This is an optimization exercise on Yosys and OpenROAD, whose aim is small area and a short achievable clock period, not a production implementation. At most, simulation tests tie the RTL to the original design; equivalence was not proved. Power is estimated from default activity; no workload was simulated.

Setup of alpha:
## rank_filter
module rank_filter (
    input  wire               clk,
    input  wire               rst,         
    input  wire [2:0]         rf_half,     
    input  wire               rf_mode,     
    input  wire [15:0]        rf_thresh,   
    input  wire               in_valid,
    input  wire signed [17:0] in_data,
    output reg                out_valid,
    output reg  signed [17:0] out_data,
    output reg                out_hit
);
Size in the first run: ~2500 cells after synthesis, roughly 25000 um2 of cells after synthesis.
clock: 24.0 ns
lec_check: 0
cap_margin: 20
core_margin: 2
core_utilization: 25
place_density: 0.45
slew_margin: 20
standard.sh (not shown) runs the stock make flow with config.mk's settings and CLKGATE_MAP_FILE= SYNTH_SCRIPT=/design/flow/synth_recipe.tcl, a recipe that flattens the netlist after the stock synthesis.
==> flow/flow/run.sh <==
#!/bin/bash
# Layout flow: the standard ORFS flow (standard.sh, unchanged synthesis),
# with two changes in how the layout is made:
#  - timing repair aims for more setup slack than the clock needs, so the
#    critical paths are sized up instead of left at minimum size;
#  - the port buffers are buf_2 cells.
# The clock period, SDC and all constraints are the standard flow's.
set -euo pipefail
bash standard.sh \
  SETUP_SLACK_MARGIN=18.0 \
  BUFFER_PORTS_ARGS="-buffer_cell sky130_fd_sc_hd__buf_2" \
  finish > flow.log 2>&1
alpha has completed all stages; timing, DRC and antenna checks passed.
Relative to alpha, the following input files were edited for beta:
- putting CTS_CLUSTER_DIAMETER at 80 where nothing was set
- putting CTS_CLUSTER_SIZE at 24 where nothing was set
[summary]
- Taking alpha as the reference, in beta non-filler instance count after layout moved down, met1 global-route usage saw little to no change, hold slack increased 0.0076 ns, fraction of the mapped netlist area in simple logic gates about even, switching power share of the total shows an increase of 2.8 points.
- For alpha, the worst setup path endpoint was out_data[9], unlike beta, where it was out_data[0].
- alpha tops out at a lower clock frequency than beta.
- Diff alpha -> beta | via count of the first global-routing pass | down slightly
- Critical path launch point = out_data[0]: beta; critical path launch point = out_data[9]: alpha
- alpha -> beta: count of non-CTS inverters in the layout increased slightly
- Between alpha and beta, the total wirelength of the detailed-routed design does not differ in any meaningful way.
- Comparing beta with alpha, the total routed wire length on the met1 layer came out essentially unchanged.
Function was not checked in any run of this note: the RTL went through the layout flow alone.

========
east:
The RTL this note starts from:
==> flow/design.v <==
module rank_filter (
    input  wire               clk,
    input  wire               rst,         
    input  wire [2:0]         rf_half,     
    input  wire               rf_mode,     
    input  wire [15:0]        rf_thresh,   
    input  wire               in_valid,
    input  wire signed [17:0] in_data,
    output reg                out_valid,
    output reg  signed [17:0] out_data,
    output reg                out_hit
);
    localparam integer M = 14;   
    localparam integer N = 15;   
    function lt18(input [17:0] a, input [17:0] b);
        reg [17:0] g, p;
        reg [8:0]  g1, p1;
        reg [2:0]  g2, p2;
        integer i;
        begin
            g = ~a & b;
            p = ~a | b;
            g[17] = a[17] & ~b[17];
            p[17] = a[17] | ~b[17];
            for (i = 0; i < 9; i = i + 1) begin
                g1[i] = g[2*i+1] | (p[2*i+1] & g[2*i]);
                p1[i] = p[2*i+1] & p[2*i];
            end
            for (i = 0; i < 3; i = i + 1) begin
                g2[i] = g1[3*i+2] | (p1[3*i+2] & (g1[3*i+1] | (p1[3*i+1] & g1[3*i])));
                p2[i] = p1[3*i+2] & p1[3*i+1] & p1[3*i];
            end
            lt18 = g2[2] | (p2[2] & (g2[1] | (p2[1] & g2[0])));
        end
    endfunction
    function lt4s(input [3:0] a, input [3:0] b);
        reg [3:0] g, p;
        begin
            g = ~a & b;
            p = ~a | b;
            g[3] = a[3] & ~b[3];
            p[3] = a[3] | ~b[3];
            lt4s = g[3] | (p[3] & (g[2] | (p[2] & (g[1] | (p[1] & g[0])))));
        end
    endfunction
    integer k;
    reg signed [17:0] x_q;
    reg        [15:0] th_q;
    reg               v0;
    reg               rst_q;
    reg        [2:0]  h_q;
    reg               mode_q;
    reg        [7:0]  hsel;        
    always @(posedge clk) begin
        for (k = 0; k < 8; k = k + 1)
            hsel[k] <= (rf_half == k);
        x_q    <= in_data;
        th_q   <= rf_thresh;
        v0     <= in_valid & ~rst;
        rst_q  <= rst;
        h_q    <= rf_half;
        mode_q <= rf_mode;
    end
    reg [M-1:0] inwin;     
    always @(*)
        for (k = 0; k < M; k = k + 1)
            inwin[k] = |(hsel[7:1] >> (k / 2));
    reg signed [17:0] w [0:M-1];   
    reg        [M-1:0] fill;       
    reg        [3:0]   r [0:N-1];  
    reg        [3:0]   r_old;      
    reg [M-1:0] c;         
    reg [M-1:0] dn;        
    reg [3:0]   rm  [0:M-1];   
    reg [3:0]   rn  [0:M-1];   
    reg [M-1:0] sel;       
    always @(*) begin
        for (k = 0; k < M; k = k + 1) begin
            c[k]   = inwin[k] & (fill[k] ? lt18(x_q, w[k]) : x_q[17]);
            dn[k]  = lt4s(r_old, r[k]);
            rm[k]  = r[k] - {3'b000, dn[k]};
            rn[k]  = rm[k] + {3'b000, c[k]};
            sel[k] = inwin[k] & (c[k] ? (rm[k] == 4'b1111) : (rm[k] == 4'b0000));
        end
    end
    wire [1:0] p0 = c[0] + c[1];
    wire [1:0] p1 = c[2] + c[3];
    wire [1:0] p2 = c[4] + c[5];
    wire [1:0] p3 = c[6] + c[7];
    wire [1:0] p4 = c[8] + c[9];
    wire [1:0] p5 = c[10] + c[11];
    wire [1:0] p6 = c[12] + c[13];
    wire [2:0] q0 = p0 + p1;
    wire [2:0] q1 = p2 + p3;
    wire [2:0] q2 = p4 + p5;
    wire [3:0] s0 = q0 + q1;
    wire [3:0] s1 = q2 + p6;
    wire [3:0] rx = {1'b0, h_q} - s0 - s1;
    wire       sel_x = ~|sel;    
    reg signed [17:0] med;
    always @(*) begin
        med = sel_x ? x_q : 18'sd0;
        for (k = 0; k < M; k = k + 1)
            med = med | ((sel[k] & fill[k]) ? w[k] : 18'sd0);
    end
    reg [3:0] r_new;
    always @(*) begin
        r_new = 4'd0;
        for (k = 1; k < 8; k = k + 1)
            r_new = r_new | (hsel[k] ? rn[2*k-1] : 4'd0);
    end
    always @(posedge clk) begin
        if (v0) begin
            w[0] <= x_q;
            for (k = 1; k < M; k = k + 1)
                w[k] <= w[k-1];
        end
        if (rst_q) begin
            fill <= {M{1'b0}};
            for (k = 0; k < N; k = k + 1)
                r[k] <= k[0] ? -((k[3:0] + 4'd1) >> 1) : (k[3:0] >> 1);
            r_old <= {1'b0, h_q};
        end else if (v0) begin
            fill <= {fill[M-2:0], 1'b1};
            r[0] <= rx;
            for (k = 1; k < N; k = k + 1)
                r[k] <= rn[k-1];
            r_old <= r_new;
        end
    end
    reg signed [17:0] med_n;       
    reg        [15:0] th2_q;
    reg               v1;
    always @(posedge clk) begin
        med_n <= ~med;
        th2_q <= th_q;
        v1    <= v0 & ~rst;
    end
    reg signed [17:0] cen;
    always @(*) begin
        cen = 18'sd0;
        for (k = 0; k < 8; k = k + 1)
            cen = cen | ((hsel[k] & fill[k]) ? w[k] : 18'sd0);
    end
    wire        [18:0] diff     = {cen[17], cen} + {med_n[17], med_n} + 19'd1;
    wire               dneg     = diff[18];
    wire               upper_ok = (diff[17:16] == {2{dneg}});
    wire        [15:0] un       = ~(diff[15:0] ^ {16{dneg}});
    wire        [16:0] tdiff    = {1'b0, th2_q} + {1'b1, un} + {16'd0, ~dneg};
    wire               keep     = mode_q & upper_ok & ~tdiff[16];
    wire signed [17:0] y        = keep ? cen : ~med_n;
    always @(posedge clk) begin
        out_valid <= v1 & ~rst;
        out_data  <= y;
        out_hit   <= ~keep & (diff != 19'd0);
    end
endmodule
clock: 24.0 ns
lec_check: 0
cap_margin: 20
core_margin: 2
core_utilization: 25
cts_cluster_diameter: 80
cts_cluster_size: 24
place_density: 0.45
slew_margin: 20
==> flow/flow/run.sh <==
#!/bin/bash
# Layout flow: the standard ORFS flow (standard.sh, unchanged synthesis),
# with two changes in how the layout is made:
#  - timing repair aims for more setup slack than the clock needs, so the
#    critical paths are sized up instead of left at minimum size;
#  - the port buffers are buf_2 cells.
# The clock period, SDC and all constraints are the standard flow's.
set -euo pipefail
bash standard.sh \
  SETUP_SLACK_MARGIN=18.1 \
  BUFFER_PORTS_ARGS="-buffer_cell sky130_fd_sc_hd__buf_2" \
  finish > flow.log 2>&1
### east -> north
- CORE_UTILIZATION now 65, was 25
- PLACE_DENSITY now 0.82, was 0.45
[summary]
north ended up with out_data[11] as its last element of the critical path; east ended up with out_data[6]. Logic gate share of total power: north vs east up 0.8 points. In the metrics for east and north, the one carrying the higher maximum frequency is east. Setup slack in north vs east: down 37 ps.

## port drivers added, routing unchanged
How much do the figures lean on ideal ports? The routed layouts below were timed once more, with nothing changed but the port constraints. Step 1, drivers: a clkbuf_16 drives clk and a buf_2 each remaining input, both assumed. Step 2, shift: input delay + t, output delay - t, t = (earliest + latest rising clock arrival at the registers) / 2. This alone moves slack from input paths to output paths. Slacks: ideal ports / drivers / drivers and shift; pairs: ideal ports / drivers.
run	t (ns)	setup slack, ns	worst setup path after step 2	worst register clock-pin slew, ns	cell pins on the clock port's net
alpha	0.699	18.046 / 17.974 / 18.127	register to register	0.06 / 0.06	1
beta	0.657	18.077 / 18.006 / 18.103	register to register	0.09 / 0.09	1
east	0.642	18.153 / 18.082 / 18.232	register to register	0.10 / 0.10	1
north	0.665	18.116 / 18.057 / 18.155	register to register	0.11 / 0.11	1
After both steps setup and hold are still met in every run listed.
